Source: an optimization exercise on an open RTL-to-GDS flow (aim: small area, a short achievable clock period and few clock cycles per item). Production flows keep margins and buffers that such runs may drop.
RTL that was checked went through simulation tests only; none was proved equivalent to the original.

// loop_frame
module loop_frame (
    input  wire        clk,
    input  wire        rst,
    input  wire        cmd_valid,
    output wire        cmd_ready,
    input  wire [1:0]  cmd_op,
    input  wire [5:0]  cmd_addr,
    input  wire [31:0] cmd_data,
    input  wire [31:0] in_y,
    input  wire [31:0] in_r,
    input  wire [31:0] in_x1,
    input  wire [31:0] in_x2,
    input  wire [31:0] in_x3,
    output reg         out_valid,
    output reg  [31:0] out_value,
    output reg  [1:0]  out_lim,
    output reg  [11:0] out_flags
);
    localparam [31:0] SMAX = 32'h7fffffff;
    localparam [31:0] SMIN = 32'h80000000;
    localparam [31:0] ONE  = 32'h01000000;
    localparam F_SHAPE = 0, F_ERROR = 1, F_PID = 2, F_INTEG = 3, F_BQ0 = 4,
               F_BQ1 = 5, F_BQ2 = 6, F_BQ3 = 7, F_FF = 8, F_CLAMP = 9,
               F_RATE = 10, F_PSAT = 11;
    function [31:0] sat33;
        input [32:0] x;
        begin
            if (x[32] != x[31]) sat33 = x[32] ? SMIN : SMAX;
            else sat33 = x[31:0];
        end
    endfunction
    function ov33;
        input [32:0] x;
        begin
            ov33 = (x[32] != x[31]);
        end
    endfunction
    function [31:0] sat34;
        input [33:0] x;
        begin
            if (x[33] & ~(&x[32:31])) sat34 = SMIN;
            else if (~x[33] & (|x[32:31])) sat34 = SMAX;
            else sat34 = x[31:0];
        end
    endfunction
    function ov34;
        input [33:0] x;
        begin
            ov34 = (x[33] & ~(&x[32:31])) | (~x[33] & (|x[32:31]));
        end
    endfunction
    function [32:0] sx33;
        input [31:0] v;
        begin
            sx33 = {v[31], v};
        end
    endfunction
    function [33:0] sx34;
        input [31:0] v;
        begin
            sx34 = {{2{v[31]}}, v};
        end
    endfunction
    function [64:0] mrow;
        input        ai;
        input [64:0] acc;
  ...
Size in the first run: roughly 32000 cells after synthesis, about 2700 flip-flops, ~250 I/O pins.
export LEC_CHECK = 0
export ABC_AREA = 1
export CAP_MARGIN = 20
export CORE_MARGIN = 2
export CORE_UTILIZATION = 40
export SLEW_MARGIN = 20
export TNS_END_PERCENT = 0
create_clock -name core_clock -period 32.0 [get_ports {clk}]
standard.sh (not shown) runs the stock make flow with config.mk's settings and CLKGATE_MAP_FILE= SYNTH_SCRIPT=/design/flow/synth_recipe.tcl, a recipe that flattens the netlist after the stock synthesis.
==> flow/flow/run.sh <==
#!/bin/bash
# Layout flow: the standard ORFS flow (standard.sh), with repair_timing aimed
# at a setup slack margin so that the critical paths are sized for a short period.
# The clock period and all constraints stay the design's. Each make/tool output
# goes to its own log in this folder (ORFS also keeps its per-step logs under orfs/logs).
set -euo pipefail
MARGIN=25
bash standard.sh SYNTH_ARGS=-noabc SETUP_SLACK_MARGIN=$MARGIN synth > flow_synth.log 2>&1
bash standard.sh SETUP_SLACK_MARGIN=$MARGIN floorplan > flow_floorplan.log 2>&1
bash standard.sh SETUP_SLACK_MARGIN=$MARGIN place > flow_place.log 2>&1
bash standard.sh SETUP_SLACK_MARGIN=$MARGIN cts > flow_cts.log 2>&1
bash standard.sh SETUP_SLACK_MARGIN=$MARGIN route > flow_route.log 2>&1
bash standard.sh SETUP_SLACK_MARGIN=$MARGIN finish > flow_finish.log 2>&1
The starting point produced a clean layout.
Next try:
--- a/flow/flow/run.sh
+++ b/flow/flow/run.sh
@@ -6,3 +6,3 @@
 set -euo pipefail
-MARGIN=25
+MARGIN=24
 bash standard.sh SYNTH_ARGS=-noabc SETUP_SLACK_MARGIN=$MARGIN synth > flow_synth.log 2>&1
Count of clock-buffer cells in the layout does not change.
Critical path depth does not change.
Routed wire length does not change.
Design area stays the same.
Setup slack does not change.
Global-route usage is unchanged.
Clock skew is unchanged.
Sequential cell count stays the same.
No run of this note included a check of the RTL's function; only the layout flow was run.


quartz:
loop_frame, a different RTL version from the one above (not shown whole).
Size in the first run: about 27,000 cells after synthesis, roughly 2,800 flip-flops, about 250 I/O pins.
clock: 32.0 ns
lec_check: 0
abc_area: 1
cap_margin: 20
core_margin: 2
core_utilization: 40
place_density: 0.7
slew_margin: 30
tns_end_percent: 10
==> flow/flow/run.sh <==
#!/bin/bash
# Layout flow: the standard ORFS flow (standard.sh), with repair_timing aimed
# at a setup slack margin so that the critical paths are sized for a short period.
# The clock period and all constraints stay the design's. Each make/tool output
# goes to its own log in this folder (ORFS also keeps its per-step logs under orfs/logs).
set -euo pipefail
MARGIN=24
bash standard.sh SYNTH_ARGS=-noabc SETUP_SLACK_MARGIN=$MARGIN MATCH_CELL_FOOTPRINT=0 synth > flow_synth.log 2>&1
bash standard.sh SETUP_SLACK_MARGIN=$MARGIN MATCH_CELL_FOOTPRINT=0 floorplan > flow_floorplan.log 2>&1
bash standard.sh SETUP_SLACK_MARGIN=$MARGIN MATCH_CELL_FOOTPRINT=0 place > flow_place.log 2>&1
bash standard.sh SETUP_SLACK_MARGIN=$MARGIN MATCH_CELL_FOOTPRINT=0 cts > flow_cts.log 2>&1
bash standard.sh SETUP_SLACK_MARGIN=$MARGIN MATCH_CELL_FOOTPRINT=0 MAX_REPAIR_ANTENNAS_ITER_DRT=10 route > flow_route.log 2>&1
bash standard.sh SETUP_SLACK_MARGIN=$MARGIN MATCH_CELL_FOOTPRINT=0 finish > flow_finish.log 2>&1
Testbench counts of quartz, summed over its fixed seeds: cycles 11,312, frames 1,600.
## Diff of input files: juniper against quartz
# quartz
export LEC_CHECK = 0
export ABC_AREA = 1
export CAP_MARGIN = 20
export CORE_MARGIN = 2
export CORE_UTILIZATION = 40
export PLACE_DENSITY = 0.7
export SLEW_MARGIN = 30
export TNS_END_PERCENT = 10
create_clock -name core_clock -period 32.0 [get_ports {clk}]
# juniper
export LEC_CHECK = 0
export ABC_AREA = 1
export CAP_MARGIN = 20
export CORE_MARGIN = 2
export CORE_UTILIZATION = 40
export CTS_CLUSTER_DIAMETER = 100
export CTS_CLUSTER_SIZE = 20
export PLACE_DENSITY = 0.7
export SLEW_MARGIN = 30
export TNS_END_PERCENT = 5
create_clock -name core_clock -period 32.0 [get_ports {clk}]
Between juniper and quartz, the difference in vias per cell is negligible. In the tables for juniper and quartz, worst max-slew margin expressed relative to the limit reads higher with quartz. Changes observed in juniper relative to quartz: number of global-route vias before repair went down, worst hold slack +0.063 ns. For worst hold path depth, quartz and juniper come out practically identical.
Input changes introduced in pepper (baseline for comparison: juniper):
# juniper
export LEC_CHECK = 0
export ABC_AREA = 1
export CAP_MARGIN = 20
export CORE_MARGIN = 2
export CORE_UTILIZATION = 40
export CTS_CLUSTER_DIAMETER = 100
export CTS_CLUSTER_SIZE = 20
export PLACE_DENSITY = 0.7
export SLEW_MARGIN = 30
export TNS_END_PERCENT = 5
create_clock -name core_clock -period 32.0 [get_ports {clk}]
# pepper
export LEC_CHECK = 0
export ABC_AREA = 1
export CAP_MARGIN = 20
export CORE_MARGIN = 2
export CORE_UTILIZATION = 40
export PLACE_DENSITY = 0.8
export SLEW_MARGIN = 30
export TNS_END_PERCENT = 0
create_clock -name core_clock -period 32.0 [get_ports {clk}]
==> comparison <==
Number of levels in the clock H-tree: pepper higher than juniper
[pepper vs juniper] critical path arrival: higher in pepper
[compare] base=juniper new=pepper: worst setup margin higher, sequential share of layout area lower.
Re clock skew: pepper and juniper aren't equal, and the higher value belongs to pepper.
Delta (pepper minus juniper): final routed wire length divided by cell count went up about 6.4%; maximum frequency held.
#### Input delta (tundra over pepper)
# pepper
export LEC_CHECK = 0
export ABC_AREA = 1
export CAP_MARGIN = 20
export CORE_MARGIN = 2
export CORE_UTILIZATION = 40
export PLACE_DENSITY = 0.8
export SLEW_MARGIN = 30
export TNS_END_PERCENT = 0
create_clock -name core_clock -period 32.0 [get_ports {clk}]
# tundra
export LEC_CHECK = 0
export ABC_AREA = 1
export CAP_MARGIN = 20
export CORE_MARGIN = 2
export CORE_UTILIZATION = 40
export CTS_BUF_LIST = sky130_fd_sc_hd__clkbuf_8
export PLACE_DENSITY = 0.7
export SLEW_MARGIN = 30
export TNS_END_PERCENT = 5
create_clock -name core_clock -period 32.0 [get_ports {clk}]
Findings:
tundra finished every step from synthesis to the final layout, and the layout passed the timing, DRC and antenna checks.
pepper reached the end of the flow, and the finished layout is clean on the timing, DRC and antenna checks.
In the metrics for pepper and tundra, the one carrying the lower global-route usage over all layers is tundra.
The via count of the routed design number comes out lower for tundra vs pepper.
Lower per-cell via count in the routed design goes to tundra over pepper.
Synthesis-to-layout area growth ends up higher on tundra.
Comparing pepper and tundra, the lower count of clock buffers in the final design was measured on pepper.
Re met2 capacity usage during global routing: tundra is 4.9 points down on pepper.
tundra and pepper ended up with roughly the same sequential portion of the cell area.
[inputs] raven vs tundra
# tundra
export LEC_CHECK = 0
export ABC_AREA = 1
export CAP_MARGIN = 20
export CORE_MARGIN = 2
export CORE_UTILIZATION = 40
export CTS_BUF_LIST = sky130_fd_sc_hd__clkbuf_8
export PLACE_DENSITY = 0.7
export SLEW_MARGIN = 30
export TNS_END_PERCENT = 5
create_clock -name core_clock -period 32.0 [get_ports {clk}]
# raven
export LEC_CHECK = 0
export ABC_AREA = 1
export CAP_MARGIN = 20
export CORE_MARGIN = 2
export CORE_UTILIZATION = 40
export PLACE_DENSITY = 0.7
export SLEW_MARGIN = 30
export TNS_END_PERCENT = 5
create_clock -name core_clock -period 32.0 [get_ports {clk}]
Notes after the runs:
In the reports for tundra and raven, the smaller post-layout minimum cycle time belongs to raven. As far as clock network contribution to total cell area is concerned, raven and tundra perform about the same. For tundra, the critical path capture point was xq1[22], unlike raven, where it was out_flags[0]. Cell count, tundra and raven, lower one = raven. Delta (raven minus tundra): via count moved down; critical path depth moved down; share of layout cells above drive strength 1 moved down; clock latency reported for the late side of the worst-skew pair moved down; arrival time reported for the critical path endpoint moved down. Transition time at the pin with the least slew margin: tundra and raven compared, lower one is raven. out_flags[0] as the startpoint of the most critical setup path was reported by raven, and u_q[6] by tundra.
Input-level comparison between nickel and raven:
# raven
export LEC_CHECK = 0
export ABC_AREA = 1
export CAP_MARGIN = 20
export CORE_MARGIN = 2
export CORE_UTILIZATION = 40
export PLACE_DENSITY = 0.7
export SLEW_MARGIN = 30
export TNS_END_PERCENT = 5
create_clock -name core_clock -period 32.0 [get_ports {clk}]
# nickel
export LEC_CHECK = 0
export ABC_AREA = 1
export CAP_MARGIN = 20
export CORE_MARGIN = 2
export CORE_UTILIZATION = 40
export PLACE_DENSITY = 0.7
export SLEW_MARGIN = 30
export TNS_END_PERCENT = 20
create_clock -name core_clock -period 32.0 [get_ports {clk}]
--- outcome ---
- In the reports for raven and nickel, the larger ratio of final minimum period to clock period belongs to raven.
- raven and nickel ended up with nearly the same utilization.
- nickel falls short of raven in worst slack on hold paths.
- Re number of standard cells after synthesis: no difference whatsoever between raven and nickel.
- Going from raven to nickel, total wire length was more or less identical; total global routing track utilization comparable.
- On cell count, raven and nickel are basically level.
- Any difference in mean number of vias per cell between nickel and raven is small enough to ignore.
- nickel vs raven, final critical-path required period went down by 0.061 ns.

separate check: timing with driven ports:
The flow's constraints put no driver on any port. The routed layouts listed below were extracted and timed again, unchanged, in two steps. Step 1 sets driving cells, clkbuf_16 on the clock port and buf_2 on the other inputs (assumed; they add their load-dependent delay and slew). Step 2 times the ports against the registers' clock, not the clock port: input delays grow and output delays shrink by t, the midpoint of the rising clock arrivals with the driver on. Slacks: ideal ports / drivers / drivers and shift; pairs: ideal ports / drivers.
run | shift t [ns] | slack for setup (ns) | hold WS [ns] | worst data-port slew with drivers (ns) | pins driven straight from the clock port
the first run of note 1 | 1.219 | 23.004 / 23.004 / 22.682 | 0.266 / 0.266 / 0.266 | 0.16 | 1
the second run of note 1 | 1.219 | 23.004 / 23.004 / 22.682 | 0.266 / 0.266 / 0.266 | 0.16 | 1
quartz | 1.131 | 23.811 / 23.679 / 22.797 | 0.226 / 0.226 / 0.226 | 0.09 | 1
juniper | 1.116 | 23.627 / 23.485 / 22.692 | 0.289 / 0.289 / 0.289 | 0.09 | 1
pepper | 1.186 | 23.649 / 23.497 / 23.117 | 0.278 / 0.278 / 0.278 | 0.29 | 1
tundra | 1.385 | 23.647 / 23.583 / 22.798 | 0.273 / 0.273 / 0.273 | 0.09 | 1
raven | 1.131 | 23.804 / 23.674 / 22.808 | 0.221 / 0.221 / 0.221 | 0.09 | 1
nickel | 1.135 | 23.865 / 23.732 / 22.838 | 0.216 / 0.216 / 0.216 | 0.09 | 1
After both steps every run listed still meets setup and hold. For nickel, which loses most, drivers alone change the setup slack by -0.133 ns; drivers and shift together by -1.027 ns.
